This design comes from an exercise in tuning for small area, a short achievable clock period and few clock cycles on the open sky130 flow, not from production work.
RTL that was checked went through simulation tests only; none was proved equivalent to the original.

==> flow/design.v (excerpt) <==
module kz_imgdigest (
    input  wire         clk,
    input  wire         rst,         
    input  wire         in_valid,
    output wire         in_ready,
    input  wire [35:0]  in_w0,       
    input  wire [35:0]  in_w1,       
    input  wire         in_last,     
    output reg          out_valid,   
    output wire [255:0] digest       
);
    function [31:0] rotr(input [31:0] x, input integer n);
        rotr = (x >> n) | (x << (32 - n));
    endfunction
    function [31:0] bsig0(input [31:0] x);
        bsig0 = rotr(x, 2) ^ rotr(x, 13) ^ rotr(x, 22);
    endfunction
    function [31:0] bsig1(input [31:0] x);
        bsig1 = rotr(x, 6) ^ rotr(x, 11) ^ rotr(x, 25);
    endfunction
    function [31:0] ssig0(input [31:0] x);
        ssig0 = rotr(x, 7) ^ rotr(x, 18) ^ (x >> 3);
    endfunction
    function [31:0] ssig1(input [31:0] x);
        ssig1 = rotr(x, 17) ^ rotr(x, 19) ^ (x >> 10);
    endfunction
    function [63:0] csa(input [31:0] x, input [31:0] y, input [31:0] z);
        csa = {((x & y) | (x & z) | (y & z)) << 1, x ^ y ^ z};
    endfunction
    wire [5:0]  kidx;
    reg  [31:0] kt;
    always @* begin
        case (kidx)
            6'd0:  kt = 32'h428a2f98; 6'd1:  kt = 32'h71374491;
            6'd2:  kt = 32'hb5c0fbcf; 6'd3:  kt = 32'he9b5dba5;
            6'd4:  kt = 32'h3956c25b; 6'd5:  kt = 32'h59f111f1;
            6'd6:  kt = 32'h923f82a4; 6'd7:  kt = 32'hab1c5ed5;
            6'd8:  kt = 32'hd807aa98; 6'd9:  kt = 32'h12835b01;
            6'd10: kt = 32'h243185be; 6'd11: kt = 32'h550c7dc3;
            6'd12: kt = 32'h72be5d74; 6'd13: kt = 32'h80deb1fe;
            6'd14: kt = 32'h9bdc06a7; 6'd15: kt = 32'hc19bf174;
            6'd16: kt = 32'he49b69c1; 6'd17: kt = 32'hefbe4786;
  ...
==> flow/config.mk <==
export PLATFORM = sky130hd
export DESIGN_NAME = kz_imgdigest
export DESIGN_NICKNAME = kz_imgdigest
export VERILOG_FILES = /design/flow/design.v
export SDC_FILE = /design/flow/constraint.sdc
export NUM_CORES = 4
export LEC_CHECK = 0
export CAP_MARGIN = 20
export CORE_MARGIN = 2
export CORE_UTILIZATION = 50
export SLEW_MARGIN = 20
export SYNTH_HIERARCHICAL = 1
==> flow/constraint.sdc <==
create_clock -name core_clock -period 10.0 [get_ports {clk}]
set_input_delay 2.0000 -clock core_clock [delete_from_list [all_inputs] [get_ports {clk}]]
set_output_delay 2.0000 -clock core_clock [all_outputs]
set_load 0.01 [all_outputs]
standard.sh (not shown) runs the stock make flow with config.mk's settings and CLKGATE_MAP_FILE= SYNTH_SCRIPT=/design/flow/synth_recipe.tcl, a recipe that flattens the netlist after the stock synthesis.
==> flow/flow/run.sh <==
#!/bin/bash
set -uo pipefail
bash standard.sh \
  "BUFFER_PORTS_ARGS=-buffer_cell sky130_fd_sc_hd__buf_1" \
  "CTS_ARGS=-sink_clustering_enable -repair_clock_nets -dont_use_dummy_load -sink_clustering_size 24 -sink_clustering_max_diameter 80 -buf_list sky130_fd_sc_hd__clkbuf_16" \
  SETUP_SLACK_MARGIN=5.7 \
  finish > standard_make.log 2>&1
The baseline passed the timing, DRC and antenna checks.
Testbench counts at the start, summed over its fixed seeds: cycles 98,488.
==> next run, changes <==
==> flow/flow/run.sh (replaced) <==
#!/bin/bash
set -uo pipefail
bash standard.sh \
  "BUFFER_PORTS_ARGS=-buffer_cell sky130_fd_sc_hd__buf_1" \
  "CTS_ARGS=-sink_clustering_enable -repair_clock_nets -dont_use_dummy_load -sink_clustering_size 24 -sink_clustering_max_diameter 80 -buf_list sky130_fd_sc_hd__clkbuf_16" \
  SETUP_SLACK_MARGIN=5.4 \
  finish > standard_make.log 2>&1
- CORE_UTILIZATION: 50 -> 60
- PLACE_DENSITY: not set -> 0.7
Effect:
- critical path depth shrinks by 3
- via count hardly moves
- routed wire length shrinks by a few percent
- final area decreases by a few percent
- clock skew shrinks by 0.043 ns
- cell count decreases by a few percent
- area after synthesis is unchanged
- clock-buffer cell count goes down by 10
- utilization goes up by 8.8 points
- synthesized cell count does not change
==> next run, changes <==
==> flow/flow/run.sh (replaced) <==
#!/bin/bash
set -uo pipefail
bash standard.sh \
  "BUFFER_PORTS_ARGS=-buffer_cell sky130_fd_sc_hd__buf_2" \
  "CTS_ARGS=-sink_clustering_enable -repair_clock_nets -dont_use_dummy_load -sink_clustering_size 20 -sink_clustering_max_diameter 70 -buf_list sky130_fd_sc_hd__clkbuf_16" \
  SETUP_SLACK_MARGIN=5.4 \
  finish > standard_make.log 2>&1
- CORE_UTILIZATION: 60 -> 50
- CTS_BUF_LIST: not set -> sky130_fd_sc_hd__clkbuf_16
- CTS_CLUSTER_DIAMETER: not set -> 70
- CTS_CLUSTER_SIZE: not set -> 20
- PLACE_DENSITY: 0.7 -> not set
Design area rises by 2.3%. Synthesized area does not change. Count of clock-buffer cells in the layout came out higher by 23. Clock skew rises by 0.044 ns. Cell count came out higher by 4.8%. Worst hold slack gets worse by 0.048 ns. Wire length increases by 4.5%. Via count goes down by 2.0%.
==> next run, changes <==
==> flow/flow/run.sh (replaced) <==
#!/bin/bash
set -uo pipefail
bash standard.sh \
  "BUFFER_PORTS_ARGS=-buffer_cell sky130_fd_sc_hd__buf_1" \
  "CTS_ARGS=-sink_clustering_enable -repair_clock_nets -dont_use_dummy_load -sink_clustering_size 24 -sink_clustering_max_diameter 80 -buf_list sky130_fd_sc_hd__clkbuf_16" \
  SETUP_SLACK_MARGIN=5.4 \
  finish > standard_make.log 2>&1
- CTS_BUF_LIST: sky130_fd_sc_hd__clkbuf_16 -> not set
- CTS_CLUSTER_DIAMETER: 70 -> not set
- CTS_CLUSTER_SIZE: 20 -> not set
Effect: Design area goes down slightly. Worst setup slack gets worse by 0.039 ns. Synthesized cell count is unchanged. Routed wire length came out lower slightly. Utilization came out lower by 0.67 points.


Setup of pine:
kz_imgdigest, a different RTL version from the one above (not shown whole).
Size: about 1300 flip-flops, ~330 I/O pins, ~68000 um2 of cells after synthesis.
## kz_imgdigest
module kz_imgdigest (
    input  wire         clk,
    input  wire         rst,         
    input  wire         in_valid,
    output wire         in_ready,
    input  wire [35:0]  in_w0,       
    input  wire [35:0]  in_w1,       
    input  wire         in_last,     
    output reg          out_valid,   
    output wire [255:0] digest       
);
clock: 10.0 ns
lec_check: 0
cap_margin: 20
core_margin: 2
core_utilization: 40
slew_margin: 20
==> flow/flow/run.sh <==
#!/bin/bash
# The standard layout, with repair_timing aiming at a tighter period
# than the 10 ns constraint (the SDC itself is unchanged). make's full output
# goes to standard_make.log; each ORFS step keeps its own log in orfs/logs.
set -uo pipefail
bash standard.sh SETUP_SLACK_MARGIN=6.5 finish > standard_make.log 2>&1
pine completed end to end with timing, DRC and antenna clean.
Edits applied to the flow inputs when going from pine to cedar:
Settings: SETUP_SLACK_MARGIN now 5, previously not set.
==> flow/run.sh (new file) <==
#!/bin/bash
# synth_recipe.tcl (not shown) runs the flow's synth.tcl, then flattens the netlist and writes it again
# the make line also repeats each setting of config.mk as NAME=value (left out here)
make -C /OpenROAD-flow-scripts/flow DESIGN_CONFIG=/design/flow/config.mk WORK_HOME=/design/flow/orfs CLKGATE_MAP_FILE= SYNTH_SCRIPT=/design/flow/synth_recipe.tcl finish
removed: flow/flow/run.sh
removed: flow/standard.sh
### Flow results
- Re instance count of the mapped netlist: no difference whatsoever between pine and cedar.
- In cedar, final setup slack of the worst path is higher than in pine.
- cedar vs. pine: final-layout clock-cell area share went up by 0.72 points.
- Higher global-route met3 utilization was reported by pine, not cedar.
No functional check of the RTL was part of any run of this note.


## v31
Another version of the RTL of kz_imgdigest (not shown whole).
Size: about 330 I/O pins, ~69000 µm² of cells after synthesis.
clock: 10.0 ns
lec_check: 0
cap_margin: 20
core_margin: 2
core_utilization: 50
cts_buf_list: sky130_fd_sc_hd__clkbuf_16
cts_cluster_diameter: 70
cts_cluster_size: 20
setup_slack_margin: 5
slew_margin: 20
synth_hierarchical: 1
==> flow/flow/run.sh <==
#!/bin/bash
# The standard layout (standard.sh), with two changes to how it is made:
#  - the port buffers are buf_2 cells instead of the delay buffers that
#    buffer_ports picks on its own (every port still gets its buffer);
#  - clock tree synthesis without dummy loads (same clustering and buffer
#    list as config.mk).
# make's full output goes to standard_make.log; each ORFS step writes its
# own log under orfs/logs.
set -uo pipefail
bash standard.sh \
  "BUFFER_PORTS_ARGS=-buffer_cell sky130_fd_sc_hd__buf_2" \
  "CTS_ARGS=-sink_clustering_enable -repair_clock_nets -dont_use_dummy_load -sink_clustering_size 20 -sink_clustering_max_diameter 70 -buf_list sky130_fd_sc_hd__clkbuf_16" \
  finish > standard_make.log 2>&1
v31: done, clean on timing, DRC and antenna
Testbench counts of v31, summed over its fixed seeds: cycles 98,488.
Modified inputs, v26 compared to v31
==> flow/run.sh (new file) <==
#!/bin/bash
# synth_recipe.tcl (not shown) runs the flow's synth.tcl, then flattens the netlist and writes it again
# the make line also repeats each setting of config.mk as NAME=value (left out here)
make -C /OpenROAD-flow-scripts/flow DESIGN_CONFIG=/design/flow/config.mk WORK_HOME=/design/flow/orfs CLKGATE_MAP_FILE= SYNTH_SCRIPT=/design/flow/synth_recipe.tcl finish
diff --git a/flow/config.mk b/flow/config.mk
--- a/flow/config.mk
+++ b/flow/config.mk
@@ -9,3 +9,3 @@
 export CORE_MARGIN = 2
-export CORE_UTILIZATION = 50
+export CORE_UTILIZATION = 60
 export CTS_BUF_LIST = sky130_fd_sc_hd__clkbuf_16
@@ -13,2 +13,3 @@
 export CTS_CLUSTER_SIZE = 20
+export PLACE_DENSITY = 0.7
 export SETUP_SLACK_MARGIN = 5
removed: flow/flow/run.sh
removed: flow/standard.sh
### Flow results
- Max-slew headroom at the worst pin: v26 > v31
- Stage delay of the slowest cell on the critical path ends up higher on v31.
- Diff v31 -> v26 | clock period minus worst slack | increase of 19 ps
- Lower worst path setup slack after routing among v31 and v26: v26
- For v26, the startpoint of the most critical setup path was ve[12], unlike v31, where it was r62.
Inputs modified between v26 and v51:
==> flow/flow/run.sh (new file) <==
#!/bin/bash
set -uo pipefail
bash standard.sh \
  "BUFFER_PORTS_ARGS=-buffer_cell sky130_fd_sc_hd__buf_2" \
  "CTS_ARGS=-sink_clustering_enable -repair_clock_nets -dont_use_dummy_load -sink_clustering_size 20 -sink_clustering_max_diameter 70 -buf_list sky130_fd_sc_hd__clkbuf_16" \
  SETUP_SLACK_MARGIN=5.4 \
  finish > standard_make.log 2>&1
==> flow/standard.sh (new file) <==
#!/bin/bash
# synth_recipe.tcl (not shown) runs the flow's synth.tcl, then flattens the netlist and writes it again
# the make line also repeats each setting of config.mk as NAME=value (left out here)
make -C /OpenROAD-flow-scripts/flow DESIGN_CONFIG=/design/flow/config.mk WORK_HOME=/design/flow/orfs CLKGATE_MAP_FILE= SYNTH_SCRIPT=/design/flow/synth_recipe.tcl "${@:-finish}"
diff --git a/flow/config.mk b/flow/config.mk
--- a/flow/config.mk
+++ b/flow/config.mk
@@ -9,3 +9,3 @@
 export CORE_MARGIN = 2
-export CORE_UTILIZATION = 60
+export CORE_UTILIZATION = 50
 export CTS_BUF_LIST = sky130_fd_sc_hd__clkbuf_16
@@ -13,4 +13,2 @@
 export CTS_CLUSTER_SIZE = 20
-export PLACE_DENSITY = 0.7
-export SETUP_SLACK_MARGIN = 5
 export SLEW_MARGIN = 20
removed: flow/run.sh
### Flow results
v51 finished every step from synthesis to the final layout, and the layout passed the timing, DRC and antenna checks.
v26 went all the way through the flow, and no timing, DRC or antenna check failed.
v51 ends up with a portion of the clock cycle consumed by the worst path in the final layout that is 3.8 points lower than in v26.
On v51: die area is 20% higher than what v26 gave.
For number of pins exceeding their max-slew limit in the final report, v26 and v51 come out practically identical.
v51: register-to-register slack 380 ps above v26
When the final numbers for v26 and v51 were put side by side, the total number of vias turned out to be greater in v26.
v51 vs v26, highest-delay cell along the critical path: sky130_fd_sc_hd__xnor2_1 vs sky130_fd_sc_hd__mux2i_2
[compare] base=v26 new=v51: area of all placed cells without fillers higher; placeable core region higher.
From v26 to v51 the numbers moved as follows: minimum setup slack in the final design went up 380 ps.
Of v51 and v26, it is v51 that has the higher routed wire length.

[afterwards: timing with drivers on the ports]
No port has a modelled driver above. Below, the same layouts with a new extraction and two added sets of constraints.
Step 1 assumes that a clkbuf_16 drives the clock port and a buf_2 every other input.
Step 2 also shifts input and output timing later by t, the mid clock arrival at the registers, as if the neighbouring blocks saw the same clock.
Three values: ideal ports, drivers, drivers and shift; two values: the first two.
run	shift t [ns]	setup slack, ns	latest minus earliest clock arrival (ns)
the first run of note 1	0.765	5.464 / 5.464 / 5.464	0.149 / 0.149
the second run of note 1	0.732	5.303 / 5.303 / 5.303	0.081 / 0.081
the third run of note 1	0.809	5.429 / 5.429 / 5.429	0.125 / 0.125
the fourth run of note 1	0.775	5.390 / 5.390 / 5.390	0.140 / 0.140
pine	0.883	4.934 / 4.934 / 4.934	0.042 / 0.041
cedar	0.881	4.965 / 4.965 / 4.842	0.038 / 0.037
v31	0.793	4.994 / 4.994 / 4.994	0.142 / 0.142
v26	0.794	4.974 / 4.974 / 4.974	0.054 / 0.053
v51	0.784	5.350 / 5.350 / 5.350	0.118 / 0.118
After both steps setup and hold are still met in every run listed. The setup slack of cedar, which loses most, moves by 0.000 ns with the drivers and by -0.123 ns with both steps.
